Context: an optimization exercise on an open-source flow, tuned for small area, a short achievable clock period and few clock cycles. The choices shown serve that exercise and are no tape-out recipe. RTL that was checked went through simulation tests only; none was proved equivalent to the original. Only the layout flow was run in runs 5 and 6; the RTL was not checked for function there. No activity file was given, so power comes from the tool's default toggle rates.

File: design/flow/config.mk
export PLATFORM = sky130hd
export DESIGN_NAME = qsc_encoder
export DESIGN_NICKNAME = qsc_encoder
export VERILOG_FILES = /design/flow/design.v
export SDC_FILE = /design/flow/constraint.sdc
export NUM_CORES = 4
export LEC_CHECK = 0
export ABC_AREA = 1
export CAP_MARGIN = 5
export CORE_MARGIN = 2
export CORE_UTILIZATION = 70
export CTS_BUF_LIST = sky130_fd_sc_hd__clkbuf_16
export CTS_CLUSTER_DIAMETER = 80
export CTS_CLUSTER_SIZE = 24
export SLEW_MARGIN = 5
export TNS_END_PERCENT = 10
File: design/flow/constraint.sdc
create_clock -name core_clock -period 12.0 [get_ports {clk}]
set_input_delay 2.4000 -clock core_clock [delete_from_list [all_inputs] [get_ports {clk}]]
set_output_delay 2.4000 -clock core_clock [all_outputs]
set_load 0.01 [all_outputs]
File: design/flow/design.v
module qsc_encoder (
    input  wire        clk,
    input  wire        rst,
    input  wire        cmd_valid,
    output wire        cmd_ready,
    input  wire [5:0]  cmd_width_m1,
    input  wire [5:0]  cmd_lines_m1,
    input  wire        cmd_hist_reset,
    input  wire        in_valid,
    output wire        in_ready,
    input  wire [7:0]  in_pix,
    output wire        out_valid,
    input  wire        out_ready,
    output wire [7:0]  out_data,
    output wire        done,
    output wire [14:0] nbytes
);
    integer i;
    reg adv;            
    reg in_rdy;
    reg cmd_rdy;
    reg        active;
    reg [5:0]  cur_w, cur_l;
    reg        cur_hr;
    reg [5:0]  j, ln;
    wire last_j  = (j == cur_w);
    wire last_l  = (ln == cur_l);
    wire cmd_acc = cmd_valid && cmd_rdy;
    wire take    = in_valid && in_rdy;
    wire blk_out = take && last_j && last_l;      
    assign cmd_ready = cmd_rdy;
    assign in_ready  = in_rdy;
    wire active_nx = cmd_acc || (active && !blk_out);
    always @(posedge clk) begin
        if (rst) begin
            active <= 1'b0;
            j      <= 6'd0;
            ln     <= 6'd0;
        end else begin
            active <= active_nx;
            if (cmd_acc) begin
                cur_w  <= cmd_width_m1;
                cur_l  <= cmd_lines_m1;
                cur_hr <= cmd_hist_reset;
            end
            if (take) begin
                j  <= last_j ? 6'd0 : j + 6'd1;
                if (last_j) ln <= last_l ? 6'd0 : ln + 6'd1;
            end
        end
    end
    reg        v0;
    reg [7:0]  x0;
    reg        f0_first, f0_last, f0_end, f0_hrf, f0_z;
    always @(posedge clk) begin
        if (rst)      v0 <= 1'b0;
        else if (adv) v0 <= take;
        if (adv) begin
            x0       <= in_pix;
            f0_first <= (j == 6'd0);
            f0_last  <= last_j;
            f0_end   <= last_j && last_l;
            f0_hrf   <= cur_hr && (j == 6'd0) && (ln == 6'd0);
            f0_z     <= cur_hr && (ln == 6'd0);
        end
    end
    reg [7:0]  lb [0:61];
    reg [7:0]  bn_reg, b_reg, last_pix;
    wire [5:0] wi  = ~cur_w;                    
    wire       w1  = (cur_w == 6'd0);
    wire       w2  = (cur_w == 6'd1);
    wire [7:0] tap = lb[6'd61 - {3'd0, wi[2:0]}];
    wire       sh  = v0 && adv;
    always @(posedge clk) begin
        if (sh) begin
            lb[0] <= x0;
            for (i = 1; i < 62; i = i + 1)
                lb[i] <= ((i % 8) == 0 && wi[5:3] == (i / 8)) ? x0 : lb[i-1];
            bn_reg <= w2 ? x0 : tap;
            b_reg  <= w1 ? x0 : bn_reg;
        end
    end
    wire [7:0] bz  = f0_z ? 8'd0 : b_reg;
    wire [7:0] na = x0, nb = bn_reg, nc = b_reg;
    wire [8:0] d_bc = {1'b0, nb} - {1'b0, nc};
    wire [8:0] d_ac = {1'b0, na} - {1'b0, nc};
    wire [8:0] d_ab = {1'b0, na} - {1'b0, nb};
    wire       z_bc = (nb == nc);
    wire       z_ac = (na == nc);
    wire       gab  = !d_ab[8] && !(na == nb);       
    wire       cgea = d_ac[8] || z_ac;               
    wire       cgeb = d_bc[8] || z_bc;               
    wire       clea = !d_ac[8];                      
    wire       cleb = !d_bc[8];                      
    wire [7:0] p_ab = na + nb - nc;
    reg  [7:0] npred;
    always @(*) begin
        if (f0_z)              npred = na;
        else if (cgea && cgeb) npred = gab ? nb : na;    
        else if (clea && cleb) npred = gab ? na : nb;    
        else                   npred = p_ab;
    end
    function [1:0] qzd;
        input [8:0] d;
        input       z;
        begin
            if (z)                                                        qzd = 2'd0;
            else if (d[8:2] == 7'd0 || (d[8:2] == 7'h7f && d[1:0] != 2'd0)) qzd = 2'd1;
            else if (d[8:4] == 5'd0 || (d[8:4] == 5'h1f && d[3:0] != 4'd0)) qzd = 2'd2;
            else                                                          qzd = 2'd3;
        end
    endfunction
    wire [1:0] qz_a0 = (na == 8'd0) ? 2'd0 : (na <= 8'd3) ? 2'd1 : (na <= 8'd15) ? 2'd2 : 2'd3;
    wire [3:0] nctx  = f0_z ? {2'd0, qz_a0} : {qzd(d_bc, z_bc), qzd(d_ac, z_ac)};
    wire       nflat = f0_z ? (na == 8'd0) : (z_bc && z_ac);
    reg  [7:0] pred_n;
    reg  [3:0] ctx_n;
    reg        flat_n;
    always @(posedge clk) begin
        if (rst) begin
            ctx_n  <= 4'd0;
            flat_n <= 1'b1;
        end else if (sh) begin
            ctx_n  <= f0_last ? 4'd0 : nctx;
            flat_n <= f0_last || nflat;
        end
        if (sh) begin
            last_pix <= x0;
            pred_n   <= npred;
        end
    end
    wire [7:0] pred  = f0_first ? bz : pred_n;
    wire [7:0] e     = x0 - pred;
    wire [7:0] m_cur = {e[6:0] ^ {7{e[7]}}, e[7]};
    wire       match = x0 == (f0_first ? bz : last_pix);
    reg [13:0] sa [0:15];
    reg [5:0]  sn [0:15];
    reg [15:0] sv;
    reg        v1;
    reg [7:0]  m1;
    reg [3:0]  ctx1;
    reg [13:0] a1;
    reg [5:0]  n1;
    reg        flat1, match1;
    reg        f1_last, f1_end, f1_hrf;
    wire        regv;             
    wire [13:0] a_new;
    wire [5:0]  n_new;
    wire        fwd = v1 && regv && (ctx_n == ctx1);
    always @(posedge clk) begin
        if (rst)      v1 <= 1'b0;
        else if (adv) v1 <= v0;
        if (adv) begin
            m1      <= m_cur;
            ctx1    <= ctx_n;
            flat1   <= flat_n;
            match1  <= match;
            f1_last <= f0_last;
            f1_end  <= f0_end;
            f1_hrf  <= f0_hrf;
            if (f0_hrf) begin
                a1 <= 14'd4;
                n1 <= 6'd1;
            end else if (fwd) begin
                a1 <= a_new;
                n1 <= n_new;
            end else if (sv[ctx_n]) begin
                a1 <= sa[ctx_n];
                n1 <= sn[ctx_n];
            end else begin
                a1 <= 14'd4;
                n1 <= 6'd1;
            end
        end
    end
    function [2:0] jtab;
        input [4:0] r;
        begin
            case (r)
                5'd0,  5'd1,  5'd2,  5'd3:  jtab = 3'd0;
                5'd4,  5'd5,  5'd6,  5'd7:  jtab = 3'd1;
                5'd8,  5'd9,  5'd10, 5'd11: jtab = 3'd2;
                5'd12, 5'd13, 5'd14, 5'd15: jtab = 3'd3;
                5'd16, 5'd17:               jtab = 3'd4;
                5'd18, 5'd19:               jtab = 3'd5;
                5'd20, 5'd21:               jtab = 3'd6;
                default:                    jtab = 3'd7;    
            endcase
        end
    endfunction
    reg [4:0]  ri;
    reg [2:0]  jri;           
    reg [6:0]  cnt;           
    reg        run_cont;      
    wire       inrun  = run_cont || flat1;
    wire [4:0] ri_cur = f1_hrf ? 5'd0 : ri;
    wire [2:0] jr     = f1_hrf ? 3'd0 : jri;
    wire [6:0] cnt1   = cnt + 7'd1;
    wire [6:0] cmask  = ~(7'h7f << jr);         
    wire       hit    = (cnt == cmask);
    wire [4:0] ri_up  = (ri_cur == 5'd31) ? ri_cur : ri_cur + 5'd1;
    wire [4:0] ri_dn  = (ri_cur == 5'd0) ? ri_cur : ri_cur - 5'd1;
    wire       r_one  = inrun && match1 && (hit || f1_last);
    wire       r_zero = inrun && !match1;
    wire [6:0] cnt_sh = cnt << (3'd7 - jr);
    assign     regv   = !(inrun && match1);
    always @(posedge clk) begin
        if (rst) begin
            run_cont <= 1'b0;
            cnt      <= 7'd0;
        end else if (adv && v1) begin
            if (inrun && match1) begin
                if (hit) begin
                    ri  <= ri_up;
                    jri <= jtab(ri_up);
                    cnt <= 7'd0;
                end else begin
                    ri  <= ri_cur;
                    jri <= jr;
                    cnt <= f1_last ? 7'd0 : cnt1;
                end
                run_cont <= !f1_last;
            end else if (inrun) begin
                ri       <= ri_dn;
                jri      <= jtab(ri_dn);
                cnt      <= 7'd0;
                run_cont <= 1'b0;
            end else begin
                run_cont <= 1'b0;
            end
        end
    end
    wire [13:0] a_add = a1 + {6'd0, m1};
    assign a_new = (n1 == 6'd63) ? {1'b0, a_add[13:1]} : a_add;
    assign n_new = (n1 == 6'd63) ? 6'd32 : n1 + 6'd1;
    wire   s_upd = adv && v1 && regv;
    always @(posedge clk) begin
        if (adv && v0 && f0_hrf) sv <= 16'd0;
        else if (s_upd)          sv[ctx1] <= 1'b1;
        for (i = 0; i < 16; i = i + 1) begin
            if (s_upd && ctx1 == i) begin
                sa[i] <= a_new;
                sn[i] <= n_new;
            end
        end
    end
    reg [6:0] ge;
    integer kk;
    reg [13:0] ahi;
    reg        alo;
    always @(*)
        for (kk = 0; kk < 7; kk = kk + 1) begin
            ahi    = a1 >> kk;
            alo    = |(a1 & ~(14'h3fff << kk));
            ge[kk] = !((ahi[13:6] != 8'd0) || (ahi[5:0] > n1) || (ahi[5:0] == n1 && alo));
        end
    wire [7:0] koh = {~ge[6], ge[6:1] & ~ge[5:0], ge[0]};
    wire [2:0] k_cur = {|koh[7:4], |{koh[7:6], koh[3:2]}, |{koh[7], koh[5], koh[3], koh[1]}};
    reg  [7:0] q_cur;
    reg  [7:0] m_sh;
    reg  [7:0] esc_k;
    always @(*) begin
        q_cur = 8'd0;
        m_sh  = 8'd0;
        for (kk = 0; kk < 8; kk = kk + 1) begin
            esc_k[kk] = (kk < 4) && ((m1 >> kk) >= 8'd23);
            q_cur     = q_cur | ({8{koh[kk]}} & (m1 >> kk));
            m_sh      = m_sh | ({8{koh[kk]}} & (m1 << (8 - kk)));
        end
    end
    wire esc = |(koh & esc_k);
    wire [3:0] runl = r_one ? 4'd1 : r_zero ? ({1'b0, jr} + 4'd1) : 4'd0;
    wire [3:0] flen = !regv ? 4'd0 : esc ? 4'd9 : ({1'b0, k_cur} + 4'd1);
    reg        v2;
    reg [7:0]  runf2;
    reg [3:0]  runl2;         
    reg [4:0]  q2;            
    reg [4:0]  rlfl2;         
    reg [8:0]  fld2;
    reg [3:0]  flen2;
    reg        end2;
    always @(posedge clk) begin
        if (rst)      v2 <= 1'b0;
        else if (adv) v2 <= v1;
        if (adv) begin
            runf2 <= r_one ? 8'h80 : r_zero ? {1'b0, cnt_sh} : 8'h00;
            runl2 <= runl;
            q2    <= !regv ? 5'd0 : esc ? 5'd23 : q_cur[4:0];
            rlfl2 <= {1'b0, runl} + {1'b0, flen};
            fld2  <= !regv ? 9'd0 : esc ? {1'b1, m1} : {1'b1, m_sh};
            flen2 <= flen;
            end2  <= f1_end;
        end
    end
    reg [23:0] obuf;
    reg [5:0]  fill;
    reg        pend;
    reg [8:0]  pfld;
    reg [3:0]  pflen;
    reg        pend_end;
    reg        closing;
    reg        done_r;
    reg        ov;
    reg [14:0] nbc;
    wire        can_acc = (fill < 6'd16) && !pend && !closing;
    wire        take_c  = v2 && can_acc;
    wire [5:0]  pz      = fill + {2'b0, runl2} + {1'b0, q2};    
    wire [6:0]  fe_t    = {1'b0, fill} + {2'b0, q2} + {2'b0, rlfl2};
    wire [6:0]  fe_p    = {1'b0, fill} + {3'b0, pflen};
    wire        fits_t  = (fe_t <= 7'd24);
    wire        fits_p  = (fe_p <= 7'd24);
    wire [8:0]  f_src   = pend ? pfld : fld2;
    wire [5:0]  f_pos   = pend ? fill : pz;
    wire        f_fits  = pend ? fits_p : fits_t;
    wire [23:0] ins_r   = take_c ? ({runf2, 16'd0} >> fill[3:0]) : 24'd0;
    wire [23:0] ins_f   = (take_c || pend) ? ({f_src, 15'd0} >> f_pos) : 24'd0;
    wire        cmpl    = take_c ? fits_t : (pend && fits_p);    
    wire        c_end   = pend ? pend_end : end2;
    wire [5:0]  fa_t    = end2 ? {fe_t[5:3] + {2'b0, |fe_t[2:0]}, 3'd0} : fe_t[5:0];
    wire [5:0]  fa_p    = pend_end ? {fe_p[5:3] + {2'b0, |fe_p[2:0]}, 3'd0} : fe_p[5:0];
    wire [5:0]  fill_i  = take_c ? (fits_t ? fa_t : pz) :
                          pend   ? (fits_p ? fa_p : fill) : fill;
    wire [23:0] obuf_i  = obuf | ins_r | ins_f;
    wire        byte_hs = ov && out_ready;
    wire [5:0]  fill_nx = byte_hs ? {fill_i[5:3] - 3'd1, fill_i[2:0]} : fill_i;
    wire        pend_nx = take_c ? !fits_t : (pend && !fits_p);
    wire        last_b  = closing && (fill == 6'd8);
    wire        clos_nx = (last_b && byte_hs) ? 1'b0 : (cmpl && c_end) ? 1'b1 : closing;
    wire        v2_nx   = adv ? v1 : v2;
    wire        acc_0   = take_c ? (fits_t && !end2 && fe_t < 7'd16) :
                          pend   ? (fits_p && !pend_end && fe_p < 7'd16) :
                                   (fill < 6'd16 && !closing);
    wire        acc_1h  = take_c ? (fits_t && !end2 && fe_t < 7'd24) :
                          pend   ? (fits_p && !pend_end && fe_p < 7'd24) :
                                   (fill < 6'd24 && !(closing && !last_b));
    wire        acc_1   = ov ? acc_1h : acc_0;
    wire        adv_0   = !(v2_nx && !acc_0);
    wire        adv_1   = !(v2_nx && !acc_1);
    wire        adv_nx  = out_ready ? adv_1 : adv_0;
    wire        act_0   = cmd_acc || active;
    wire        act_1   = cmd_acc || (active && !(in_rdy && last_j && last_l));
    wire        act_nx  = in_valid ? act_1 : act_0;
    wire        rdy_00  = act_0 && adv_0;
    wire        rdy_01  = act_0 && adv_1;
    wire        rdy_10  = act_1 && adv_0;
    wire        rdy_11  = act_1 && adv_1;
    wire        rdy_nx  = in_valid ? (out_ready ? rdy_11 : rdy_10) : (out_ready ? rdy_01 : rdy_00);
    wire [14:0] nbc_inc = nbc + 15'd1;
    assign out_valid = ov;
    assign out_data  = obuf[23:16];
    assign done      = done_r;
    assign nbytes    = nbc;
    always @(posedge clk) begin
        if (rst) begin
            obuf    <= 24'd0;
            fill    <= 6'd0;
            pend    <= 1'b0;
            closing <= 1'b0;
            done_r  <= 1'b0;
            ov      <= 1'b0;
            nbc     <= 15'd0;
            adv     <= 1'b1;
            in_rdy  <= 1'b0;
            cmd_rdy <= 1'b1;
        end else begin
            obuf    <= byte_hs ? {obuf_i[15:0], 8'd0} : obuf_i;
            fill    <= fill_nx;
            pend    <= pend_nx;
            ov      <= (fill_nx >= 6'd8);
            done_r  <= last_b && byte_hs;
            closing <= clos_nx;
            nbc     <= done_r ? 15'd0 : byte_hs ? nbc_inc : nbc;
            adv     <= adv_nx;
            in_rdy  <= rdy_nx;
            cmd_rdy <= !act_nx;
        end
        if (take_c) begin
            pfld     <= fld2;
            pflen    <= flen2;
            pend_end <= end2;
        end
    end
endmodule
File: design/flow/flow/run.sh
#!/bin/bash
# The standard layout, with two changes to how it is made:
#  - the port buffers are buf_4 cells instead of the resizer's default choice
#    (a slow delay buffer);
#  - repair_timing is asked for more setup slack than the period needs, so
#    that it sizes the paths for a shorter achieved period.
# The clock period and all constraints are the design's own.
bash standard.sh "BUFFER_PORTS_ARGS=-buffer_cell sky130_fd_sc_hd__buf_4" SETUP_SLACK_MARGIN=8.9 finish > standard.log 2>&1
File: design/flow/standard.sh
#!/bin/bash
# synth_recipe.tcl (not shown) runs the flow's synth.tcl, then flattens the netlist and writes it again
# the make line also repeats each setting of config.mk as NAME=value (left out here)
make -C /OpenROAD-flow-scripts/flow DESIGN_CONFIG=/design/flow/config.mk WORK_HOME=/design/flow/orfs CLKGATE_MAP_FILE= SYNTH_SCRIPT=/design/flow/synth_recipe.tcl "${@:-finish}"
==> results of run 1 <==
==> where the power goes <==
part | total, mW | leakage [nW] | internal (mW) | switching (mW)
combinational | 3.45 | 8.67 | 1.27 | 2.18
clock | 1.94 | 0.819 | 0.808 | 1.13
sequential | 4.58 | 9.72 | 4.43 | 0.145
==> placed cells by master (no fill, tap or decap), types with 10 or more instances in the layout <==
cell type and instances:
edfxtp_1 961, nand2_1 918, inv_1 368, nor2_1 233, o21ai_0 211, buf_4 210, nand3_1 197, a21oi_1 168
ha_1 112, nand4_1 96, dfxtp_1 71, xor2_1 56, clkbuf_16 52, o21ai_1 47, nor3_1 46, o22ai_1 34
o211ai_1 28, inv_2 27, a31oi_1 25, clkinvlp_4 22, nor2_4 21, nor4_1 21, fa_1 21, nor2_2 20
xnor2_1 20, dfxtp_2 20, nand2_2 19, ha_4 18, buf_6 17, a211oi_1 15, a221oi_1 14, o21ai_2 13
a22o_1 12, nand2_4 10
==> cell usage after synthesis, types with 5 or more instances <==
library cell	instances	share of area, %
buf_4	12	0.20
nand4_1	96	1.3
o22ai_1	35	0.47
fa_1	24	1.0
nand2_2	7	0.095
xnor2_1	23	0.44
a211oi_1	15	0.24
o211ai_1	28	0.46
or2_2	5	0.068
nor2_1	259	2.1
inv_2	17	0.14
dfxtp_1	97	4.2
o21ai_0	222	2.4
and2_1	8	0.11
nor2_2	7	0.095
nand2_1	939	7.6
a22o_1	12	0.23
o21ai_1	45	0.49
nor2_4	8	0.20
a221oi_1	14	0.27
ha_1	136	3.7
nor3_1	48	0.52
a21oi_1	175	1.9
a31oi_1	25	0.34
clkinv_1	7	0.057
inv_1	377	3.1
edfxtp_1	961	63
nand3_1	203	2.2
buf_6	5	0.12
buf_2	14	0.15
xor2_1	57	1.1
nor4_1	21	0.28
o21ai_2	8	0.15
clkbuf_1	78	0.63
o21a_1	7	0.11
==> repair_timing <==
action                     4_1_cts  5_1_grt
resized for setup              144       81
pin swaps                       44       16
setup endpoints to repair      240      458
gates cloned                     2        1
setup buffers                   55       89
==> path summary, 6_finish.rpt <==
kind | end | start | cells after the start
hold reg to reg | pflen[3] | flen2[3] | 0
setup reg to reg | ov | q2[1] | 18
setup / recovery | out_valid | ov | 1
hold / removal | pflen[3] | flen2[3] | 0
==> per-stage QoR <==
step | instance area [um2] | cells | worst slack, ps | hold slack (ps) | total power [mW]
after floorplan | 46160 | 4048 | 2990 | 400.3 | 6.588
final | 50980 | 5123 | 8468 | 416.7 | 9.966
after CTS | 50050 | 5033 | 8442 | 418.5 | 9.651
after global routing | 50980 | 5123 | 8441 | 424.3 | 10.45
after global placement | 47490 | 4891 | 7885 | 400.3 | 7.156
after detailed placement | 47490 | 4891 | 7825 | 404.5 | 7.284
==> layout make-up <==
type | instances | area [um2] | share of cell area [%]
multi-input combinational | 2477 | 14010 | 27.48
timing repair buffer | 234 | 1888 | 3.703
tap | 864 | 1081 | 2.120
clock inverter | 33 | 225.2 | 0.4418
inverter | 402 | 1607 | 3.151
timing repair inverter | 3 | 22.52 | 0.04418
sequential | 1058 | 30850 | 60.51
clock buffer | 52 | 1301 | 2.552
==> cells by family (layout without fill, tap and decap cells) <==
kind of cell	Yosys count	in the layout	synth area share, %
and+or+nand+nor	1623	1623	15.02
buffers and inverters	513	724	4.395
AOI/OAI and AO/OA	610	610	7.513
DFF	1058	1058	66.74
muxes	4	4	0.08676
xor gates and xnor gates	80	80	1.518
adders and majority gates	160	160	4.728
==> metal layers <==
metal / track usage (%) / vias up
met3: 4.108 / 347
met4: 12.68 / 0
li1: - / 14487
met2: 52.97 / 1896
met5: 0 / -
met1: 44.27 / 15377
==> results.sh, run 1 <==
export IMPL_status="timing/DRC/antenna clean"
export IMPL_path_delay_family="flip-flops"
export IMPL_clock_path_buffers=3
export IMPL_cp_arrival_ps=1130
export IMPL_initial_core_util_pct=70.44
export IMPL_chipWidth_um=260.8
export IMPL_grt_pass1_wl_um=167600
export IMPL_syn_nets=4234
export IMPL_synth_edff_count=961
export IMPL_synth_distinct_cells=60
export IMPL_clock_sinks=1058
export IMPL_max_stage_delay_ps=380
export IMPL_drt_total_wl_um=111400
export IMPL_grt_max_degree=212
export IMPL_drtIter0Drc=4260
export IMPL_cts_hold_buf=0
export IMPL_top_regs="lb x488, sa x224, sn x96"
export IMPL_syn_to_final_growth_pct=10.47
export IMPL_clock_tree_htree_level_count=2
export IMPL_drv_slew=0
export IMPL_place_congestion=0.9291
export IMPL_rsz0062_at_grt="yes"
export IMPL_largest_reg_flops=488
export IMPL_portBuffers=52
export IMPL_fin_skew_ps=45.10
export IMPL_yosysWarningCount=4
export IMPL_syn_area_um2=46150
export IMPL_critPathSlowestCell="dfxtp_4"
export IMPL_ys_flop_type="edfxtp_1"
export IMPL_die_h_um=260.8
export IMPL_wl_met3_um=10780
export IMPL_utilization_pct=77.82
export IMPL_ios=53
export IMPL_ys_seq_area_share_pct=66.74
export IMPL_critPathLaunchType="flop"
export IMPL_cap_violations=0
export IMPL_syn_instance_count=4048
export IMPL_required_ps=9600
export IMPL_vias=32107
export IMPL_drt_pass1_iterations=6
export IMPL_track_usage_pct=32.19
export IMPL_cp_buffers_inverters=1
export IMPL_layout_min_cycle_time_ps=3532
export IMPL_critPathCaptureType="primary output"
export IMPL_synth_seq_cells=1058
export IMPL_fmax_ghz=0.2831
export IMPL_crit_fanout=3
export IMPL_core_area_um2=65510
export IMPL_layout_drive_gt1_share_pct=12.44
export IMPL_min_period_over_period_pct=29.43
export IMPL_hold_violations=0
export IMPL_regMostFlops="lb"
export IMPL_ant_nets=0
export IMPL_tightest_slew_ps=1335
export IMPL_grt_pass1_vias=30668
export IMPL_cts_tree="built"
export IMPL_setup_viol=0
export IMPL_setup_tns_final_ps=0
export IMPL_maxSlewHeadroom_pct=10.99
export IMPL_fillers=3817
export IMPL_antenna_found_initial=0
export IMPL_cts_buffers_inserted=52
export IMPL_max_vdd_ir_drop_mv=0.1668
export IMPL_worstSetupPathType="flop to primary output"
export IMPL_overflow=0
export IMPL_post_drt_via_cell_ratio=6.267
export IMPL_dp_final_hpwl_um=68000
export IMPL_clk_insertion_delay_late_ps=660
export IMPL_drc=0
export IMPL_synthArstFlopShare_pct=0
export IMPL_p_leak_nw=19.21
export IMPL_worstPathCellList="buf_6"
export IMPL_hp_class="flop to flop"
export IMPL_reg2reg_slack_ps=8610
export IMPL_route_met2_wl_um=53350
export IMPL_final_net_count=4414
export IMPL_num_antenna_cells=0
export IMPL_syn_area_per_cell_um2=11.40
export IMPL_path_clk_slew_ps=100
export IMPL_p_per_area_nw_per_um2=195.5
export IMPL_top_layer="met4"
export IMPL_wire_per_inst_um=21.74
export IMPL_die_area_um2=68000
export IMPL_wl_met1_um=42680
export IMPL_num_rows=94
export IMPL_cts_root_buf="clkbuf_16"
Testbench counts, summed over its fixed seeds: cycles 139,132.
==> run 2, diff against run 1 <==
==> design/flow/flow/run.sh (replaced) <==
#!/bin/bash
# The standard layout, with two changes to how it is made:
#  - the port buffers are buf_4 cells instead of the resizer's default choice
#    (a slow delay buffer);
#  - repair_timing is asked for more setup slack than the period needs, so
#    that it sizes the paths for a shorter achieved period.
# The clock period and all constraints are the design's own.
bash standard.sh "BUFFER_PORTS_ARGS=-buffer_cell sky130_fd_sc_hd__buf_4" SETUP_SLACK_MARGIN=9.2 finish > standard.log 2>&1
==> results.sh, run 2 <==
export IMPL_drt_total_wl_um=113000
export IMPL_place_congestion=0.9291
export IMPL_drtIter0Drc=4167
export IMPL_clock_sinks=1058
export IMPL_dp_final_hpwl_um=68000
export IMPL_synth_top_family_by_area="simple AND/OR/NAND/NOR gates"
export IMPL_syn_area_per_cell_um2=11.40
export IMPL_synth_seq_cells=1058
export IMPL_core_area_um2=65510
export IMPL_top_regs="lb x488, sa x224, sn x96"
export IMPL_worstPathCellList="buf_6"
export IMPL_max_vdd_ir_drop_mv=0.1797
export IMPL_die_area_um2=68000
export IMPL_fin_skew_ps=47.96
export IMPL_critPathSlowestCell="dfxtp_4"
export IMPL_portBuffers=52
export IMPL_power_share_combinational_pct=37.3
export IMPL_mostFrequentLayoutCell="edfxtp_1"
export IMPL_multiInputGateArea_um2=14380
export IMPL_syn_area_um2=46150
export IMPL_p_leak_nw=19.45
export IMPL_max_stage_delay_ps=380
export IMPL_holdPathEnd="lb[35][2]"
export IMPL_path_delay_family="flip-flops"
export IMPL_intPower_mw=6.744
export IMPL_synth_compound_area_share_pct=7.513
export IMPL_num_antenna_cells=0
export IMPL_vias=32422
export IMPL_dp_slack_ps=7825
export IMPL_synthXorXnorAreaFrac_pct=1.518
export IMPL_fmax_ghz=0.2836
export IMPL_fillers=3718
export IMPL_whs_ps=412.2
export IMPL_cts_buffers_inserted=52
export IMPL_drc=0
export IMPL_grt_max_degree=212
export IMPL_hp_class="flop to flop"
export IMPL_reg2reg_from="q2[1]"
export IMPL_hold_violations=0
export IMPL_path_clk_slew_ps=100
export IMPL_met2_usage_pct=53.29
export IMPL_muxShareOfSynthArea_pct=0.08676
export IMPL_setup_ws_ps=8474
export IMPL_grt_use_met3_pct=4.225
export IMPL_crit_fanout=3
export IMPL_synthTopCellsByCount="edfxtp_1, nand2_1, inv_1"
export IMPL_holdPathStages=0
export IMPL_syn_instance_count=4048
export IMPL_setup_tns_final_ps=0
export IMPL_grt_pass1_wl_um=168000
export IMPL_critPathCaptureType="primary output"
export IMPL_synth_area_leaders="edfxtp_1, nand2_1, dfxtp_1"
export IMPL_switching_share_pct=35.25
export IMPL_p_total_mw=10.42
export IMPL_clkPwrFrac_pct=18.7
export IMPL_track_usage_pct=32.30
export IMPL_seq_area_um2=30860
export IMPL_ios=53
export IMPL_clock_path_buffers=3
export IMPL_syn_nets=4234
export IMPL_regMostFlops="lb"
export IMPL_cts_hold_buf=0
export IMPL_synth_top_cell_area_share_pct=62.53
export IMPL_layout_min_cycle_time_ps=3526
export IMPL_synth_distinct_cells=60
export IMPL_cts_root_buf="clkbuf_16"
export IMPL_cp_arrival_ps=1130
export IMPL_synth_simple_area_share_pct=15.02
export IMPL_clock_tree_htree_level_count=2
export IMPL_grt_pass1_vias=30833
export IMPL_largest_reg_flops=488
export IMPL_tightest_slew_ps=1321
export IMPL_drv_slew=0
export IMPL_rsz0062_at_grt="yes"
export IMPL_maxSlewHeadroom_pct=11.82
export IMPL_min_period_over_period_pct=29.38
export IMPL_synth_edff_count=961
export IMPL_synth_most_common_cell="edfxtp_1"
export IMPL_post_drt_via_cell_ratio=6.291
export IMPL_critPathLaunchType="flop"
export IMPL_hp_start="lb[34][2]"
export IMPL_drt_pass1_iterations=6
export IMPL_clk_insertion_delay_late_ps=660
export IMPL_synthAdderAreaFrac_pct=4.728
export IMPL_layout_drive_gt1_share_pct=14.92
export IMPL_layout_common_cells="edfxtp_1, nand2_1, inv_1"
export IMPL_wire_per_inst_um=21.93
export IMPL_grt_use_met1_pct=44.14
export IMPL_reg2reg_slack_ps=8620
export IMPL_ant_nets=0
export IMPL_rr_endpoint="ov"
export IMPL_ys_seq_area_share_pct=66.74
export IMPL_required_ps=9600
export IMPL_yosysWarningCount=4
export IMPL_chipWidth_um=260.8
export IMPL_setup_viol=0
export IMPL_ys_flop_type="edfxtp_1"
export IMPL_status="timing/DRC/antenna clean"
export IMPL_power_switching_mw=3.671
export IMPL_die_h_um=260.8
export IMPL_synthArstFlopShare_pct=0
export IMPL_cts_tree="built"
export IMPL_worstSetupPathType="flop to primary output"
export IMPL_antenna_found_initial=0
export IMPL_overflow=0
export IMPL_grt_busiest_layer="met2"
export IMPL_final_net_count=4445
export IMPL_num_rows=94
export IMPL_initial_core_util_pct=70.44
export IMPL_seqPwrFrac_pct=44.0
export IMPL_p_per_area_nw_per_um2=201.3
export IMPL_yosysTopAreaCell="edfxtp_1"
export IMPL_syn_to_final_growth_pct=12.12
export IMPL_cap_violations=0
export IMPL_cp_buffers_inverters=1
export IMPL_reg2regPathDepth=18
[run 2: cell counts after synthesis]
Identical to the previous run, type by type.
[run 2: logic make-up after synthesis]
| family | Yosys count |
|---|---|
| adders and majority gates | 160 |
| AOI/OAI and AO/OA | 610 |
| and+or+nand+nor | 1623 |
| xor gates and xnor gates | 80 |
| DFF | 1058 |
| buffers and inverters | 513 |
| muxes | 4 |
[run 2: power by group through the flow]
stage / combinational (mW) / clock, mW / sequential (mW)
final: 3.89 / 1.95 / 4.58
after global routing: 4.22 / 2.07 / 4.60
after global placement: 2.49 / 0 / 4.66
after CTS: 3.14 / 1.96 / 4.58
after detailed placement: 2.61 / 0 / 4.67
after floorplan: 1.97 / 0 / 4.62
[run 2: metrics by stage]
stage          cells  utilization, %  cell area (um2)
6_report        5154           78.98            51740
5_1_grt         5154           78.98            51740
4_1_cts         5050           76.75            50280
3_5_place_dp    4891           72.49            47490
3_3_place_gp    4891           72.49            47490
2_1_floorplan   4048               -            46160
[run 2: metal layers]
metal / share of wire [%] / wire [um]
met5: 0 / 0
met1: 38 / 43110
met2: 48 / 54160
met3: 9.8 / 11080
met4: 4.1 / 4678
[run 2: how the worst max path moves through the flow]
stage	start	slack (ps)	end	depth (start not counted)
CTS	ov	8440	out_valid	1
detailed placement	out_ready	7830	ov	8
global route	ov	8450	out_valid	1
global placement	out_ready	7890	ov	8
floorplan	adv	2990	b_reg[0]	2
finish	ov	8470	out_valid	1
[run 2: cell type report]
class | count | share of cell area [%]
Tap cell | 864 | 2.089
Multi-Input combinational cell | 2477 | 27.80
Timing Repair inverter | 5 | 0.06771
Clock buffer | 52 | 2.515
Inverter | 402 | 3.136
Sequential cell | 1058 | 59.64
Timing Repair Buffer | 263 | 4.312
Clock inverter | 33 | 0.4353
[run 2: what timing repair did]
action / CTS / global route
pin swaps: 51 / 72
gates cloned: 3 / 3
gates resized for setup: 182 / 193
setup endpoints to repair: 705 / 931
hold endpoints to repair: 0 / 0
buffers inserted: 71 / 101
==> run 3, diff against run 2 <==
==> design/flow/flow/run.sh (replaced) <==
#!/bin/bash
# The standard layout, with two changes to how it is made:
#  - the port buffers are buf_4 cells instead of the resizer's default choice
#    (a slow delay buffer);
#  - repair_timing is asked for more setup slack than the period needs, so
#    that it sizes the paths for a shorter achieved period.
# The clock period and all constraints are the design's own.
bash standard.sh "BUFFER_PORTS_ARGS=-buffer_cell sky130_fd_sc_hd__buf_4" SETUP_SLACK_MARGIN=8.7 finish > standard.log 2>&1
--- a/design/flow/config.mk
+++ b/design/flow/config.mk
@@ -10,7 +10,7 @@
 export CORE_MARGIN = 2
 export CORE_UTILIZATION = 70
 export CTS_BUF_LIST = sky130_fd_sc_hd__clkbuf_16
-export CTS_CLUSTER_DIAMETER = 80
-export CTS_CLUSTER_SIZE = 24
+export CTS_CLUSTER_DIAMETER = 60
+export CTS_CLUSTER_SIZE = 20
 export SLEW_MARGIN = 5
 export TNS_END_PERCENT = 10
==> results.sh, run 3 <==
export IMPL_status="timing/DRC/antenna clean"
export IMPL_ios=53
export IMPL_syn_area_um2=46150
export IMPL_layout_min_cycle_time_ps=3508
export IMPL_drtIter0Drc=4409
export IMPL_synthTopCellsByCount="edfxtp_1, nand2_1, inv_1"
export IMPL_syn_to_final_growth_pct=10.02
export IMPL_worstSetupPathType="flop to primary output"
export IMPL_cts_tree="built"
export IMPL_drv_slew=0
export IMPL_tightest_slew_ps=1258
export IMPL_max_vdd_ir_drop_mv=0.1747
export IMPL_core_area_um2=65510
export IMPL_maxSlewHeadroom_pct=16.10
export IMPL_place_area_um2=47490
export IMPL_vias=32164
export IMPL_yosysWarningCount=4
export IMPL_path_delay_family="flip-flops"
export IMPL_synth_distinct_cells=60
export IMPL_clock_path_buffers=3
export IMPL_die_area_um2=68000
export IMPL_drt_pass1_iterations=6
export IMPL_syn_instance_count=4048
export IMPL_clock_tree_htree_level_count=3
export IMPL_wire_per_inst_um=22.19
export IMPL_synth_area_leaders="edfxtp_1, nand2_1, dfxtp_1"
export IMPL_grt_max_degree=212
export IMPL_top_regs="lb x488, sa x224, sn x96"
export IMPL_ys_flop_type="edfxtp_1"
export IMPL_regMostFlops="lb"
export IMPL_place_congestion=0.9291
export IMPL_critPathLaunchType="flop"
export IMPL_hp_class="flop to flop"
export IMPL_cts_buffers_inserted=71
export IMPL_post_drt_via_cell_ratio=6.330
export IMPL_grt_pass1_vias=31294
export IMPL_cp_arrival_ps=1110
export IMPL_seq_area_um2=30840
export IMPL_final_net_count=4368
export IMPL_initial_core_util_pct=70.44
export IMPL_synthArstFlopShare_pct=0
export IMPL_cts_root_buf="clkbuf_16"
export IMPL_required_ps=9600
export IMPL_synth_most_common_cell="edfxtp_1"
export IMPL_p_total_mw=10.17
export IMPL_drc=0
export IMPL_rsz0062_at_grt="yes"
export IMPL_min_period_over_period_pct=29.24
export IMPL_max_stage_delay_ps=370
export IMPL_synth_seq_cells=1058
export IMPL_num_rows=94
export IMPL_fmax_ghz=0.2850
export IMPL_drt_total_wl_um=112800
export IMPL_antenna_found_initial=2
export IMPL_fin_skew_ps=54.03
export IMPL_largest_reg_flops=488
export IMPL_cap_violations=0
export IMPL_ys_seq_area_share_pct=66.74
export IMPL_fin_area_um2=50770
export IMPL_syn_nets=4234
export IMPL_cp_buffers_inverters=1
export IMPL_dp_final_hpwl_um=68000
export IMPL_p_leak_nw=19.10
export IMPL_synth_edff_count=961
export IMPL_p_per_area_nw_per_um2=200.4
export IMPL_portBuffers=52
export IMPL_layout_common_cells="edfxtp_1, nand2_1, inv_1"
export IMPL_clock_sinks=1058
export IMPL_hold_violations=0
export IMPL_worstPathCellList="buf_6"
export IMPL_overflow=0
export IMPL_cts_hold_buf=0
export IMPL_fillers=3800
export IMPL_grt_pass1_wl_um=171700
export IMPL_num_antenna_cells=0
export IMPL_setup_ws_ps=8492
export IMPL_die_h_um=260.8
export IMPL_critPathSlowestCell="dfxtp_4"
export IMPL_setup_tns_final_ps=0
export IMPL_clk_insertion_delay_late_ps=660
export IMPL_synth_top_cell_area_share_pct=62.53
export IMPL_setup_viol=0
export IMPL_crit_fanout=3
export IMPL_syn_area_per_cell_um2=11.40
export IMPL_chipWidth_um=260.8
export IMPL_dp_slack_ps=7825
export IMPL_mostFrequentLayoutCell="edfxtp_1"
export IMPL_track_usage_pct=33.11
export IMPL_yosysTopAreaCell="edfxtp_1"
export IMPL_path_clk_slew_ps=80
export IMPL_ant_nets=0
export IMPL_multiInputGateArea_um2=13730
export IMPL_critPathCaptureType="primary output"
export IMPL_layout_drive_gt1_share_pct=10.65
## run 3: changes by cell type in the layout (fill, tap and decap cells not counted), moves of 13 or more
cell / before / now
inv_2: 37 / 23
nand2_1: 902 / 925
ha_1: 109 / 122
buf_4: 212 / 159
o21ai_2: 21 / 8
buf_6: 43 / 6
clkbuf_16: 52 / 71
## run 3: cell families after synthesis
group,share of synthesized area (%)
AND/OR/NAND/NOR,15.02
flip-flops,66.74
AO/OA/AOI/OAI,7.513
buffers and inverters,4.395
adder cells (fa/ha/maj),4.728
XOR/XNOR,1.518
multiplexers,0.08676
## run 3: worst paths after layout
kind	startpoint	end	slack, ps	depth (start not counted)
setup / recovery	ov	out_valid	8490	1
hold / removal	lb[44][2]	lb[45][2]	410	0
setup reg to reg	n1[5]	rlfl2[3]	8580	19
hold reg to reg	lb[44][2]	lb[45][2]	410	0
## run 3: final cells by class
cell class | instances | share of cell area (%)
timing repair inverter | 2 | 0.02957
tap | 864 | 2.129
timing repair buffer | 170 | 2.652
inverter | 402 | 3.110
clock inverter | 37 | 0.8034
clock buffer | 71 | 3.499
multi-input combinational | 2477 | 27.04
sequential | 1058 | 60.74
## run 3: power by group
| group | switching (mW) | internal, mW |
|---|---|---|
| clock network | 1.29 | 1.14 |
| logic | 2.05 | 1.10 |
| registers | 0.162 | 4.43 |
## run 3: timing repair
action / in CTS / in global routing
resized for setup: 104 / 25
buffers inserted: 35 / 45
cloned: 2 / 0
pin swaps: 38 / 3
setup endpoints to repair: 143 / 247
## run 3: layer usage
layer | global-route usage, % | vias up | wire [um]
met3 | 4.963 | 415 | 11100
met5 | 0 | - | 26
met2 | 53.69 | 2022 | 53380
met4 | 15.41 | 4 | 5286
li1 | - | 14386 | -
met1 | 44.70 | 15337 | 42980
## run 3: metrics by stage
stage | std cells | util, % | hold slack (ps)
final | 5081 | 77.50 | 407.4
after global routing | 5081 | 77.50 | 425.8
after CTS | 5036 | 76.84 | 415.3
after detailed placement | 4891 | 72.49 | 404.5
after global placement | 4891 | 72.49 | 400.3
after floorplan | 4048 | - | 400.3
==> run 4, diff against run 3 <==
--- a/design/flow/config.mk
+++ b/design/flow/config.mk
@@ -11,6 +11,6 @@
 export CORE_UTILIZATION = 70
 export CTS_BUF_LIST = sky130_fd_sc_hd__clkbuf_16
 export CTS_CLUSTER_DIAMETER = 60
-export CTS_CLUSTER_SIZE = 20
+export CTS_CLUSTER_SIZE = 30
 export SLEW_MARGIN = 5
 export TNS_END_PERCENT = 10
==> results.sh, run 4 <==
export IMPL_status="timing/DRC/antenna clean"
export IMPL_top_regs="lb x488, sa x224, sn x96"
export IMPL_crit_fanout=3
export IMPL_vias=32059
export IMPL_cap_violations=0
export IMPL_grt_pass1_wl_um=168900
export IMPL_hold_violations=0
export IMPL_synth_simple_area_share_pct=15.02
export IMPL_chipWidth_um=260.8
export IMPL_drtIter0Drc=4592
export IMPL_setup_tns_final_ps=0
export IMPL_cp_depth=1
export IMPL_drt_pass1_iterations=6
export IMPL_wire_per_inst_um=21.99
export IMPL_max_vdd_ir_drop_mv=0.2068
export IMPL_regMostFlops="lb"
export IMPL_ys_flop_type="edfxtp_1"
export IMPL_cts_tree="built"
export IMPL_muxShareOfSynthArea_pct=0.08676
export IMPL_ant_nets=0
export IMPL_path_delay_family="flip-flops"
export IMPL_critPathCaptureType="primary output"
export IMPL_min_period_over_period_pct=29.26
export IMPL_clock_sinks=1058
export IMPL_grt_max_degree=212
export IMPL_track_usage_pct=32.51
export IMPL_synth_top_cell_area_share_pct=62.53
export IMPL_synth_compound_area_share_pct=7.513
export IMPL_syn_to_final_growth_pct=10.07
export IMPL_initial_core_util_pct=70.44
export IMPL_post_drt_via_cell_ratio=6.302
export IMPL_fmax_ghz=0.2848
export IMPL_tightest_slew_ps=1269
export IMPL_die_h_um=260.8
export IMPL_clock_path_buffers=3
export IMPL_grt_pass1_vias=30808
export IMPL_portBuffers=52
export IMPL_yosysWarningCount=4
export IMPL_overflow=0
export IMPL_hp_class="flop to flop"
export IMPL_syn_instance_count=4048
export IMPL_syn_nets=4234
export IMPL_synthTopCellsByCount="edfxtp_1, nand2_1, inv_1"
export IMPL_cts_buffers_inserted=57
export IMPL_layout_drive_gt1_share_pct=11.32
export IMPL_max_stage_delay_ps=360
export IMPL_path_clk_slew_ps=100
export IMPL_synth_most_common_cell="edfxtp_1"
export IMPL_synthXorXnorAreaFrac_pct=1.518
export IMPL_rsz0062_at_grt="yes"
export IMPL_p_per_area_nw_per_um2=199.3
export IMPL_critPathSlowestCell="dfxtp_1"
export IMPL_ios=53
export IMPL_yosysTopAreaCell="edfxtp_1"
export IMPL_largest_reg_flops=488
export IMPL_mostFrequentLayoutCell="edfxtp_1"
export IMPL_drt_total_wl_um=111900
export IMPL_num_antenna_cells=0
export IMPL_synth_distinct_cells=60
export IMPL_cp_arrival_ps=1110
export IMPL_worstSetupPathType="flop to primary output"
export IMPL_worstPathCellList="buf_4"
export IMPL_reg2reg_slack_ps=8590
export IMPL_p_leak_nw=19.10
export IMPL_ys_seq_area_share_pct=66.74
export IMPL_holdPathStages=0
export IMPL_antenna_found_initial=0
export IMPL_required_ps=9600
export IMPL_synthArstFlopShare_pct=0
export IMPL_place_congestion=0.9291
export IMPL_final_net_count=4374
export IMPL_synth_seq_cells=1058
export IMPL_syn_area_um2=46150
export IMPL_layout_common_cells="edfxtp_1, nand2_1, inv_1"
export IMPL_layout_min_cycle_time_ps=3511
export IMPL_syn_area_per_cell_um2=11.40
export IMPL_drv_slew=0
export IMPL_critPathLaunchType="flop"
export IMPL_synth_top_family_by_area="simple AND/OR/NAND/NOR gates"
export IMPL_synthAdderAreaFrac_pct=4.728
export IMPL_synth_edff_count=961
export IMPL_drc=0
export IMPL_cts_root_buf="clkbuf_16"
export IMPL_reg2regPathDepth=18
export IMPL_maxSlewHeadroom_pct=15.28
export IMPL_die_area_um2=68000
export IMPL_num_rows=94
export IMPL_clk_insertion_delay_late_ps=680
export IMPL_dp_final_hpwl_um=68000
export IMPL_clock_tree_htree_level_count=2
export IMPL_core_area_um2=65510
export IMPL_cp_buffers_inverters=1
export IMPL_fin_skew_ps=73.78
export IMPL_setup_viol=0
export IMPL_synth_area_leaders="edfxtp_1, nand2_1, dfxtp_1"
export IMPL_whs_ps=412.7
==> run 4: layout make-up <==
type,count,area (um2)
multi-input combinational,2477,13820
timing repair buffer,189,1501
clock inverter,36,509.2
inverter,402,1580
sequential,1058,30840
clock buffer,58,1451
tap,864,1081
timing repair inverter,3,20.02
fill,3802,14710
==> run 4: per-stage QoR <==
step	power, mW	utilization (%)	instance area [um2]	std cells	worst slack [ps]
after floorplan	6.588	-	46160	4048	2990
after global placement	7.156	72.49	47490	4891	7885
after detailed placement	7.284	72.49	47490	4891	7825
after CTS	9.826	76.44	50070	5019	8463
after global routing	10.60	77.54	50800	5087	8413
final	10.12	77.54	50800	5087	8489
==> run 4: timing repair <==
item	CTS	global route
resized for setup	102	51
pin swaps	33	19
setup endpoints to repair	136	258
hold buffers	0	0
setup buffers	32	67
gates cloned	2	1
==> run 4: worst paths after layout <==
path,from,end
setup reg to reg,q2[1],ov
setup / recovery,nbc[14],nbytes[14]
hold / removal,lb[29][4],lb[30][4]
hold reg to reg,lb[29][4],lb[30][4]
==> run 4: logic make-up (layout without fill, tap and decap cells) <==
| logic type | Yosys count | after routing |
|---|---|---|
| flops | 1058 | 1058 |
| simple gates | 1623 | 1623 |
| buf+inv | 513 | 688 |
| xor+xnor | 80 | 80 |
| fa+ha+maj | 160 | 160 |
| compound gates | 610 | 610 |
| mux | 4 | 4 |
==> run 4: power by group <==
| group | switching [mW] | leakage [nW] | internal (mW) | total, mW |
|---|---|---|---|---|
| Combinational | 2.10 | 8.43 | 1.17 | 3.27 |
| Clock | 1.29 | 0.949 | 0.976 | 2.26 |
| Sequential | 0.158 | 9.71 | 4.43 | 4.59 |
| Total | 3.54 | 19.1 | 6.58 | 10.1 |
==> run 4: routing by layer <==
| layer | routed length [um] | GRT usage [%] |
|---|---|---|
| met5 | 0 | 0 |
| met2 | 53230 | 53.36 |
| met4 | 4877 | 13.22 |
| met3 | 11290 | 4.361 |
| met1 | 42480 | 44.51 |
==> run 5, diff against run 4 <==
--- a/design/flow/design.v
+++ b/design/flow/design.v
@@ -81,7 +81,8 @@
         end
     end
     wire [7:0] bz  = f0_z ? 8'd0 : b_reg;
-    wire [7:0] na = x0, nb = bn_reg, nc = b_reg;
+    wire [7:0] bnz = f0_z ? 8'd0 : bn_reg;
+    wire [7:0] na = x0, nb = bnz, nc = bz;
     wire [8:0] d_bc = {1'b0, nb} - {1'b0, nc};
     wire [8:0] d_ac = {1'b0, na} - {1'b0, nc};
     wire [8:0] d_ab = {1'b0, na} - {1'b0, nb};
@@ -95,8 +96,7 @@
     wire [7:0] p_ab = na + nb - nc;
     reg  [7:0] npred;
     always @(*) begin
-        if (f0_z)              npred = na;
-        else if (cgea && cgeb) npred = gab ? nb : na;    
+        if (cgea && cgeb)      npred = gab ? nb : na;    
         else if (clea && cleb) npred = gab ? na : nb;    
         else                   npred = p_ab;
     end
@@ -110,9 +110,8 @@
             else                                                          qzd = 2'd3;
         end
     endfunction
-    wire [1:0] qz_a0 = (na == 8'd0) ? 2'd0 : (na <= 8'd3) ? 2'd1 : (na <= 8'd15) ? 2'd2 : 2'd3;
-    wire [3:0] nctx  = f0_z ? {2'd0, qz_a0} : {qzd(d_bc, z_bc), qzd(d_ac, z_ac)};
-    wire       nflat = f0_z ? (na == 8'd0) : (z_bc && z_ac);
+    wire [3:0] nctx  = {qzd(d_bc, z_bc), qzd(d_ac, z_ac)};
+    wire       nflat = z_bc && z_ac;
     reg  [7:0] pred_n;
     reg  [3:0] ctx_n;
     reg        flat_n;
@@ -256,26 +255,33 @@
         end
     wire [7:0] koh = {~ge[6], ge[6:1] & ~ge[5:0], ge[0]};
     wire [2:0] k_cur = {|koh[7:4], |{koh[7:6], koh[3:2]}, |{koh[7], koh[5], koh[3], koh[1]}};
-    reg  [7:0] q_cur;
-    reg  [7:0] m_sh;
+    reg  [4:0] qz_k  [0:7];
+    reg  [5:0] len_k [0:7];
     reg  [7:0] esc_k;
+    reg  [4:0] qsel;
+    reg  [5:0] lsel;
+    reg  [7:0] m_sh;
+    reg  [7:0] mk;
     always @(*) begin
-        q_cur = 8'd0;
-        m_sh  = 8'd0;
+        qsel = 5'd0;
+        lsel = 6'd0;
+        m_sh = 8'd0;
         for (kk = 0; kk < 8; kk = kk + 1) begin
-            esc_k[kk] = (kk < 4) && ((m1 >> kk) >= 8'd23);
-            q_cur     = q_cur | ({8{koh[kk]}} & (m1 >> kk));
-            m_sh      = m_sh | ({8{koh[kk]}} & (m1 << (8 - kk)));
+            mk         = m1 >> kk;
+            esc_k[kk]  = (kk < 4) && (mk >= 8'd23);
+            qz_k[kk]   = esc_k[kk] ? 5'd23 : mk[4:0];
+            len_k[kk]  = esc_k[kk] ? 6'd32 : ({1'b0, mk[4:0]} + kk + 1);
+            qsel       = qsel | ({5{koh[kk]}} & qz_k[kk]);
+            lsel       = lsel | ({6{koh[kk]}} & len_k[kk]);
+            m_sh       = m_sh | ({8{koh[kk]}} & (m1 << (8 - kk)));
         end
     end
     wire esc = |(koh & esc_k);
     wire [3:0] runl = r_one ? 4'd1 : r_zero ? ({1'b0, jr} + 4'd1) : 4'd0;
-    wire [3:0] flen = !regv ? 4'd0 : esc ? 4'd9 : ({1'b0, k_cur} + 4'd1);
     reg        v2;
     reg [7:0]  runf2;
-    reg [3:0]  runl2;         
-    reg [4:0]  q2;            
-    reg [4:0]  rlfl2;         
+    reg [4:0]  rq2;           
+    reg [5:0]  rqf2;          
     reg [8:0]  fld2;
     reg [3:0]  flen2;
     reg        end2;
@@ -284,15 +290,16 @@
         else if (adv) v2 <= v1;
         if (adv) begin
             runf2 <= r_one ? 8'h80 : r_zero ? {1'b0, cnt_sh} : 8'h00;
-            runl2 <= runl;
-            q2    <= !regv ? 5'd0 : esc ? 5'd23 : q_cur[4:0];
-            rlfl2 <= {1'b0, runl} + {1'b0, flen};
+            rq2   <= {1'b0, runl} + (regv ? qsel : 5'd0);
+            rqf2  <= {2'b0, runl} + (regv ? lsel : 6'd0);
             fld2  <= !regv ? 9'd0 : esc ? {1'b1, m1} : {1'b1, m_sh};
-            flen2 <= flen;
+            flen2 <= !regv ? 4'd0 : esc ? 4'd9 : ({1'b0, k_cur} + 4'd1);
             end2  <= f1_end;
         end
     end
-    reg [23:0] obuf;
+    localparam OW = 32;      
+    localparam TH = 24;      
+    reg [OW-1:0] obuf;
     reg [5:0]  fill;
     reg        pend;
     reg [8:0]  pfld;
@@ -302,37 +309,37 @@
     reg        done_r;
     reg        ov;
     reg [14:0] nbc;
-    wire        can_acc = (fill < 6'd16) && !pend && !closing;
+    wire        can_acc = (fill < TH) && !pend && !closing;
     wire        take_c  = v2 && can_acc;
-    wire [5:0]  pz      = fill + {2'b0, runl2} + {1'b0, q2};    
-    wire [6:0]  fe_t    = {1'b0, fill} + {2'b0, q2} + {2'b0, rlfl2};
+    wire [5:0]  pz      = fill + {1'b0, rq2};                   
+    wire [6:0]  fe_t    = {1'b0, fill} + {1'b0, rqf2};
     wire [6:0]  fe_p    = {1'b0, fill} + {3'b0, pflen};
-    wire        fits_t  = (fe_t <= 7'd24);
-    wire        fits_p  = (fe_p <= 7'd24);
+    wire        fits_t  = (fe_t <= OW);
+    wire        fits_p  = (fe_p <= OW);
     wire [8:0]  f_src   = pend ? pfld : fld2;
     wire [5:0]  f_pos   = pend ? fill : pz;
     wire        f_fits  = pend ? fits_p : fits_t;
-    wire [23:0] ins_r   = take_c ? ({runf2, 16'd0} >> fill[3:0]) : 24'd0;
-    wire [23:0] ins_f   = (take_c || pend) ? ({f_src, 15'd0} >> f_pos) : 24'd0;
+    wire [OW-1:0] ins_r = take_c ? ({runf2, {(OW-8){1'b0}}} >> fill) : {OW{1'b0}};
+    wire [OW-1:0] ins_f = (take_c || pend) ? ({f_src, {(OW-9){1'b0}}} >> f_pos) : {OW{1'b0}};
     wire        cmpl    = take_c ? fits_t : (pend && fits_p);    
     wire        c_end   = pend ? pend_end : end2;
     wire [5:0]  fa_t    = end2 ? {fe_t[5:3] + {2'b0, |fe_t[2:0]}, 3'd0} : fe_t[5:0];
     wire [5:0]  fa_p    = pend_end ? {fe_p[5:3] + {2'b0, |fe_p[2:0]}, 3'd0} : fe_p[5:0];
     wire [5:0]  fill_i  = take_c ? (fits_t ? fa_t : pz) :
                           pend   ? (fits_p ? fa_p : fill) : fill;
-    wire [23:0] obuf_i  = obuf | ins_r | ins_f;
+    wire [OW-1:0] obuf_i = obuf | ins_r | ins_f;
     wire        byte_hs = ov && out_ready;
     wire [5:0]  fill_nx = byte_hs ? {fill_i[5:3] - 3'd1, fill_i[2:0]} : fill_i;
     wire        pend_nx = take_c ? !fits_t : (pend && !fits_p);
     wire        last_b  = closing && (fill == 6'd8);
     wire        clos_nx = (last_b && byte_hs) ? 1'b0 : (cmpl && c_end) ? 1'b1 : closing;
     wire        v2_nx   = adv ? v1 : v2;
-    wire        acc_0   = take_c ? (fits_t && !end2 && fe_t < 7'd16) :
-                          pend   ? (fits_p && !pend_end && fe_p < 7'd16) :
-                                   (fill < 6'd16 && !closing);
-    wire        acc_1h  = take_c ? (fits_t && !end2 && fe_t < 7'd24) :
-                          pend   ? (fits_p && !pend_end && fe_p < 7'd24) :
-                                   (fill < 6'd24 && !(closing && !last_b));
+    wire        acc_0   = take_c ? (fits_t && !end2 && fe_t < TH) :
+                          pend   ? (fits_p && !pend_end && fe_p < TH) :
+                                   (fill < TH && !closing);
+    wire        acc_1h  = take_c ? (fits_t && !end2 && fe_t < TH + 8) :
+                          pend   ? (fits_p && !pend_end && fe_p < TH + 8) :
+                                   (fill < TH + 8 && !(closing && !last_b));
     wire        acc_1   = ov ? acc_1h : acc_0;
     wire        adv_0   = !(v2_nx && !acc_0);
     wire        adv_1   = !(v2_nx && !acc_1);
@@ -347,12 +354,12 @@
     wire        rdy_nx  = in_valid ? (out_ready ? rdy_11 : rdy_10) : (out_ready ? rdy_01 : rdy_00);
     wire [14:0] nbc_inc = nbc + 15'd1;
     assign out_valid = ov;
-    assign out_data  = obuf[23:16];
+    assign out_data  = obuf[OW-1:OW-8];
     assign done      = done_r;
     assign nbytes    = nbc;
     always @(posedge clk) begin
         if (rst) begin
-            obuf    <= 24'd0;
+            obuf    <= {OW{1'b0}};
             fill    <= 6'd0;
             pend    <= 1'b0;
             closing <= 1'b0;
@@ -363,7 +370,7 @@
             in_rdy  <= 1'b0;
             cmd_rdy <= 1'b1;
         end else begin
-            obuf    <= byte_hs ? {obuf_i[15:0], 8'd0} : obuf_i;
+            obuf    <= byte_hs ? {obuf_i[OW-9:0], 8'd0} : obuf_i;
             fill    <= fill_nx;
             pend    <= pend_nx;
             ov      <= (fill_nx >= 6'd8);
--- a/design/flow/config.mk
+++ b/design/flow/config.mk
@@ -8,9 +8,8 @@
 export ABC_AREA = 1
 export CAP_MARGIN = 5
 export CORE_MARGIN = 2
-export CORE_UTILIZATION = 70
+export CORE_UTILIZATION = 65
 export CTS_BUF_LIST = sky130_fd_sc_hd__clkbuf_16
-export CTS_CLUSTER_DIAMETER = 60
-export CTS_CLUSTER_SIZE = 30
+export CTS_CLUSTER_DIAMETER = 80
+export CTS_CLUSTER_SIZE = 24
 export SLEW_MARGIN = 5
-export TNS_END_PERCENT = 10
==> results.sh, run 5 <==
export IMPL_whs_ps=413.6
export IMPL_place_congestion=0.9639
export IMPL_fin_skew_ps=50.69
export IMPL_cp_buffers_inverters=1
export IMPL_wire_per_inst_um=19.84
export IMPL_synth_top_cell_area_share_pct=60.55
export IMPL_ant_nets=0
export IMPL_critPathCaptureType="primary output"
export IMPL_reg2reg_from="a1[5]"
export IMPL_drc=0
export IMPL_synth_distinct_cells=64
export IMPL_muxShareOfSynthArea_pct=0.02107
export IMPL_ys_seq_area_share_pct=64.97
export IMPL_die_h_um=274.4
export IMPL_drt_total_wl_um=109700
export IMPL_critPathSlowestCell="dfxtp_4"
export IMPL_layout_common_cells="nand2_1, edfxtp_1, inv_1"
export IMPL_cts_tree="built"
export IMPL_mostFrequentLayoutCell="nand2_1"
export IMPL_cts_buffers_inserted=54
export IMPL_synth_edff_count=958
export IMPL_grt_pass1_vias=29317
export IMPL_dp_final_hpwl_um=68940
export IMPL_synth_most_common_cell="nand2_1"
export IMPL_grt_max_degree=90
export IMPL_hp_class="flop to flop"
export IMPL_regMostFlops="lb"
export IMPL_grt_pass1_wl_um=165400
export IMPL_antenna_found_initial=0
export IMPL_max_vdd_ir_drop_mv=0.1740
export IMPL_syn_instance_count=4351
export IMPL_cp_arrival_ps=1130
export IMPL_min_period_over_period_pct=29.42
export IMPL_hold_violations=0
export IMPL_reg2reg_slack_ps=8510
export IMPL_cp_depth=1
export IMPL_max_stage_delay_ps=370
export IMPL_drtIter0Drc=3439
export IMPL_cts_root_buf="clkbuf_16"
export IMPL_p_leak_nw=20.39
export IMPL_post_drt_via_cell_ratio=5.852
export IMPL_cap_violations=0
export IMPL_portBuffers=52
export IMPL_synth_top_family_by_area="simple AND/OR/NAND/NOR gates"
export IMPL_syn_area_per_cell_um2=10.92
export IMPL_clock_sinks=1063
export IMPL_top_regs="lb x488, sa x224, sn x96"
export IMPL_rr_endpoint="rqf2[4]"
export IMPL_p_per_area_nw_per_um2=201.6
export IMPL_overflow=0
export IMPL_p_total_mw=10.66
export IMPL_clock_tree_htree_level_count=2
export IMPL_layout_drive_gt1_share_pct=12.34
export IMPL_fmax_ghz=0.2833
export IMPL_clock_path_buffers=3
export IMPL_worstPathCellList="buf_6"
export IMPL_syn_nets=4545
export IMPL_timing_critical_path_from="in_rdy"
export IMPL_setup_tns_final_ps=0
export IMPL_synth_simple_area_share_pct=16.76
export IMPL_reg2regPathDepth=21
export IMPL_yosysWarningCount=6
export IMPL_utilization_pct=72.71
export IMPL_layout_min_cycle_time_ps=3530
export IMPL_rsz0062_at_grt="yes"
export IMPL_status="timing/DRC/antenna clean"
export IMPL_setup_viol=0
export IMPL_vias=32365
export IMPL_yosysTopAreaCell="edfxtp_1"
export IMPL_core_area_um2=72710
export IMPL_synthXorXnorAreaFrac_pct=1.638
export IMPL_die_area_um2=75270
export IMPL_initial_core_util_pct=65.34
export IMPL_drt_pass1_iterations=6
export IMPL_synthAdderAreaFrac_pct=4.677
export IMPL_crit_fanout=2
export IMPL_syn_to_final_growth_pct=11.28
export IMPL_crit_end="in_ready"
export IMPL_tightest_slew_ps=1208
export IMPL_path_clk_slew_ps=90
export IMPL_required_ps=9600
export IMPL_path_delay_family="flip-flops"
export IMPL_clk_insertion_delay_late_ps=670
export IMPL_synthArstFlopShare_pct=0
export IMPL_ys_flop_type="edfxtp_1"
export IMPL_synth_seq_cells=1063
export IMPL_final_net_count=4729
export IMPL_syn_area_um2=47510
export IMPL_critPathLaunchType="flop"
export IMPL_synthTopCellsByCount="nand2_1, edfxtp_1, inv_1"
export IMPL_maxSlewHeadroom_pct=19.44
export IMPL_largest_reg_flops=488
export IMPL_ios=53
export IMPL_num_antenna_cells=0
export IMPL_worstSetupPathType="flop to primary output"
export IMPL_synth_compound_area_share_pct=7.513
export IMPL_drv_slew=0
export IMPL_track_usage_pct=28.51
export IMPL_num_rows=99
export IMPL_synth_area_leaders="edfxtp_1, nand2_1, dfxtp_1"
export IMPL_chipWidth_um=274.4
-- run 5: changes by cell type after synthesis, moves of 10 or more --
cell      delta
o22ai_1     -17
nor2_1      +29
nand3b_1    +11
o21bai_1    +10
inv_1       +15
xor2_1      +10
o211ai_1    -17
o21ai_0     +31
o21ai_1     -15
ha_1        +16
nand2_1    +207
a31oi_1     -13
buf_2       +11
a22o_1      +22
-- run 5: final cells by class --
class,instances,area (um2)
Fill cell,5093,19840
Timing Repair Buffer,241,2029
Clock buffer,55,1376
Inverter,415,1637
Tap cell,959,1200
Timing Repair inverter,1,5.005
Multi-Input combinational cell,2759,15370
Sequential cell,1063,30930
Clock inverter,38,325.3
-- run 5: power breakdown --
group          switching [mW]  total (mW)  internal [mW]  leakage (nW)
clock network            1.17        2.06          0.886         0.911
registers               0.142        4.66           4.52          9.77
logic                    2.49        3.94           1.45          9.71
-- run 5: through the flow --
stage	worst slack, ps	cell area (um2)	instances
4_1_cts	8425	51760	5458
2_1_floorplan	2989	47610	4351
3_3_place_gp	8010	49090	5291
5_1_grt	8379	52870	5531
6_report	8470	52870	5531
3_5_place_dp	8015	49090	5291
-- run 5: routing by layer --
layer	up-vias	share of wire, %	GRT usage (%)
li1	15445	-	-
met1	15432	44	42.26
met2	1268	46	45.18
met3	220	7.4	3.302
met4	0	2.8	7.852
met5	-	0	0
-- run 5: logic make-up (layout without fill, tap and decap cells) --
group,after synthesis,after routing
buf+inv,530,750
mux,1,1
fa+ha+maj,168,168
flops,1063,1063
compound gates,620,620
xor+xnor,88,88
simple gates,1881,1882
-- run 5: worst min-delay path by stage --
| stage | depth (start not counted) | from | slack (ps) | to |
|---|---|---|---|---|
| floorplan | 0 | f1_end | 400 | end2 |
| global placement | 0 | lb[26][7] | 400 | lb[27][7] |
| detailed placement | 0 | lb[9][0] | 400 | lb[10][0] |
| CTS | 0 | lb[12][7] | 420 | lb[13][7] |
| global route | 0 | lb[35][4] | 420 | lb[36][4] |
| finish | 0 | lb[38][5] | 410 | lb[39][5] |
-- run 5: repair_timing --
action,4_1_cts,5_1_grt
hold buffers,0,0
resized for setup,128,143
buffers inserted,73,72
pin swaps,20,64
endpoints found under the setup margin,333,435
gates cloned,1,1
==> run 6, diff against run 5 <==
--- a/design/flow/design.v
+++ b/design/flow/design.v
@@ -297,8 +297,8 @@
             end2  <= f1_end;
         end
     end
-    localparam OW = 32;      
-    localparam TH = 24;      
+    localparam OW = 40;      
+    localparam TH = 32;      
     reg [OW-1:0] obuf;
     reg [5:0]  fill;
     reg        pend;
==> results.sh, run 6 <==
export IMPL_wire_per_inst_um=20.18
export IMPL_layout_drive_gt1_share_pct=12.09
export IMPL_syn_area_um2=48030
export IMPL_maxSlewHeadroom_pct=15.72
export IMPL_synth_area_leaders="edfxtp_1, nand2_1, dfxtp_1"
export IMPL_hp_class="flop to flop"
export IMPL_synth_edff_count=958
export IMPL_grt_max_degree=112
export IMPL_mostFrequentLayoutCell="nand2_1"
export IMPL_clkPwrFrac_pct=19.6
export IMPL_ys_seq_area_share_pct=64.61
export IMPL_cts_tree="built"
export IMPL_syn_area_per_cell_um2=10.84
export IMPL_hp_start="lb[4][3]"
export IMPL_synthTopCellsByCount="nand2_1, edfxtp_1, inv_1"
export IMPL_reg2regPathDepth=22
export IMPL_min_period_over_period_pct=29.29
export IMPL_holdPathStages=0
export IMPL_holdPathEnd="lb[5][3]"
export IMPL_setup_viol=0
export IMPL_intPower_mw=6.765
export IMPL_post_drt_via_cell_ratio=5.860
export IMPL_place_congestion=0.9569
export IMPL_seq_area_um2=31090
export IMPL_layout_min_cycle_time_ps=3514
export IMPL_syn_nets=4624
export IMPL_synth_distinct_cells=67
export IMPL_required_ps=9600
export IMPL_grt_pass1_wl_um=169300
export IMPL_dp_final_hpwl_um=71630
export IMPL_vias=32660
export IMPL_utilization_pct=72.71
export IMPL_reg2reg_from="n1[3]"
export IMPL_power_switching_mw=3.759
export IMPL_cp_buffers_inverters=1
export IMPL_num_rows=99
export IMPL_path_clk_slew_ps=90
export IMPL_yosysWarningCount=6
export IMPL_worstSetupPathType="flop to primary output"
export IMPL_die_h_um=275.8
export IMPL_ant_nets=0
export IMPL_fin_skew_ps=69.57
export IMPL_switching_share_pct=35.72
export IMPL_critPathSlowestCell="dfxtp_4"
export IMPL_synth_most_common_cell="nand2_1"
export IMPL_crit_fanout=2
export IMPL_cap_violations=0
export IMPL_synth_seq_cells=1071
export IMPL_rsz0062_at_grt="yes"
export IMPL_path_delay_family="flip-flops"
export IMPL_regMostFlops="lb"
export IMPL_final_net_count=4761
export IMPL_worstPathCellList="buf_6"
export IMPL_status="timing/DRC/antenna clean"
export IMPL_cts_root_buf="clkbuf_16"
export IMPL_drt_total_wl_um=112500
export IMPL_max_vdd_ir_drop_mv=0.1731
export IMPL_synthArstFlopShare_pct=0
export IMPL_clock_tree_htree_level_count=2
export IMPL_core_area_um2=73080
export IMPL_num_antenna_cells=0
export IMPL_syn_instance_count=4430
export IMPL_syn_to_final_growth_pct=10.63
export IMPL_seqPwrFrac_pct=44.1
export IMPL_yosysTopAreaCell="edfxtp_1"
export IMPL_clock_sinks=1071
export IMPL_chipWidth_um=275.8
export IMPL_overflow=0
export IMPL_cts_buffers_inserted=55
export IMPL_layout_common_cells="nand2_1, edfxtp_1, inv_1"
export IMPL_ios=53
run 6: metrics by stage:
stage / total power [mW] / setup WS [ps] / std cells
final: 10.52 / 8486 / 5573
after global routing: 11.06 / 8359 / 5573
after global placement: 7.672 / 7967 / 5353
after floorplan: 6.933 / 2988 / 4430
after detailed placement: 7.699 / 7945 / 5353
after CTS: 10.18 / 8460 / 5534
run 6: cell type report:
cell class / instances / share of cell area [%]
clock buffer: 55 / 2.590
clock inverter: 49 / 0.6640
inverter: 420 / 3.099
multi-input combinational: 2812 / 29.43
sequential: 1071 / 58.52
tap: 959 / 2.258
timing repair buffer: 206 / 3.428
timing repair inverter: 1 / 0.01413
run 6: how the worst max path moves through the flow:
stage / from / end / cells past startpoint
after floorplan: adv / b_reg[0] / 2
after global placement: out_ready / nbc[14] / 13
after detailed placement: out_ready / nbc[12] / 15
after CTS: obuf[38] / out_data[6] / 1
after global routing: n1[3] / rqf2[4] / 22
final: ov / out_valid / 1
run 6: layer usage:
layer  global-route usage, %  part of all wire, %
met5                       0                    0
met4                   10.80                  4.0
met3                   3.297                  7.1
met2                   46.37                   46
met1                   41.87                   43
run 6: kinds of logic (layout without fill, tap and decap cells):
family | Yosys count | count (layout) | share of synthesized area [%]
adder cells (fa/ha/maj) | 168 | 168 | 4.627
flip-flops | 1071 | 1071 | 64.61
XOR/XNOR | 84 | 84 | 1.532
buffers and inverters | 547 | 731 | 4.564
AND/OR/NAND/NOR | 1924 | 1924 | 17.01
AO/OA/AOI/OAI | 636 | 636 | 7.667
run 6: timing repair:
item / 4_1_cts / 5_1_grt
buffers inserted: 76 / 38
gates resized for setup: 180 / 102
gates cloned: 1 / 1
pin swaps: 47 / 58
endpoints found under the setup margin: 462 / 306
run 6: power by group through the flow:
stage               sequential (mW)  combinational, mW  clock (mW)
floorplan                      4.70               2.24           0
global placement               4.75               2.92           0
detailed placement             4.75               2.95           0
CTS                            4.65               3.43        2.10
global route                   4.66               4.20        2.21
finish                         4.64               3.83        2.06

Re-timed with assumed drivers on the ports (clkbuf_16 on the clock, buf_2 on other inputs), run 6 has 8.417 ns of setup slack against 8.486 ns with ideal ports, and 8.003 ns once port delays also move by the mid clock arrival of 0.726 ns.
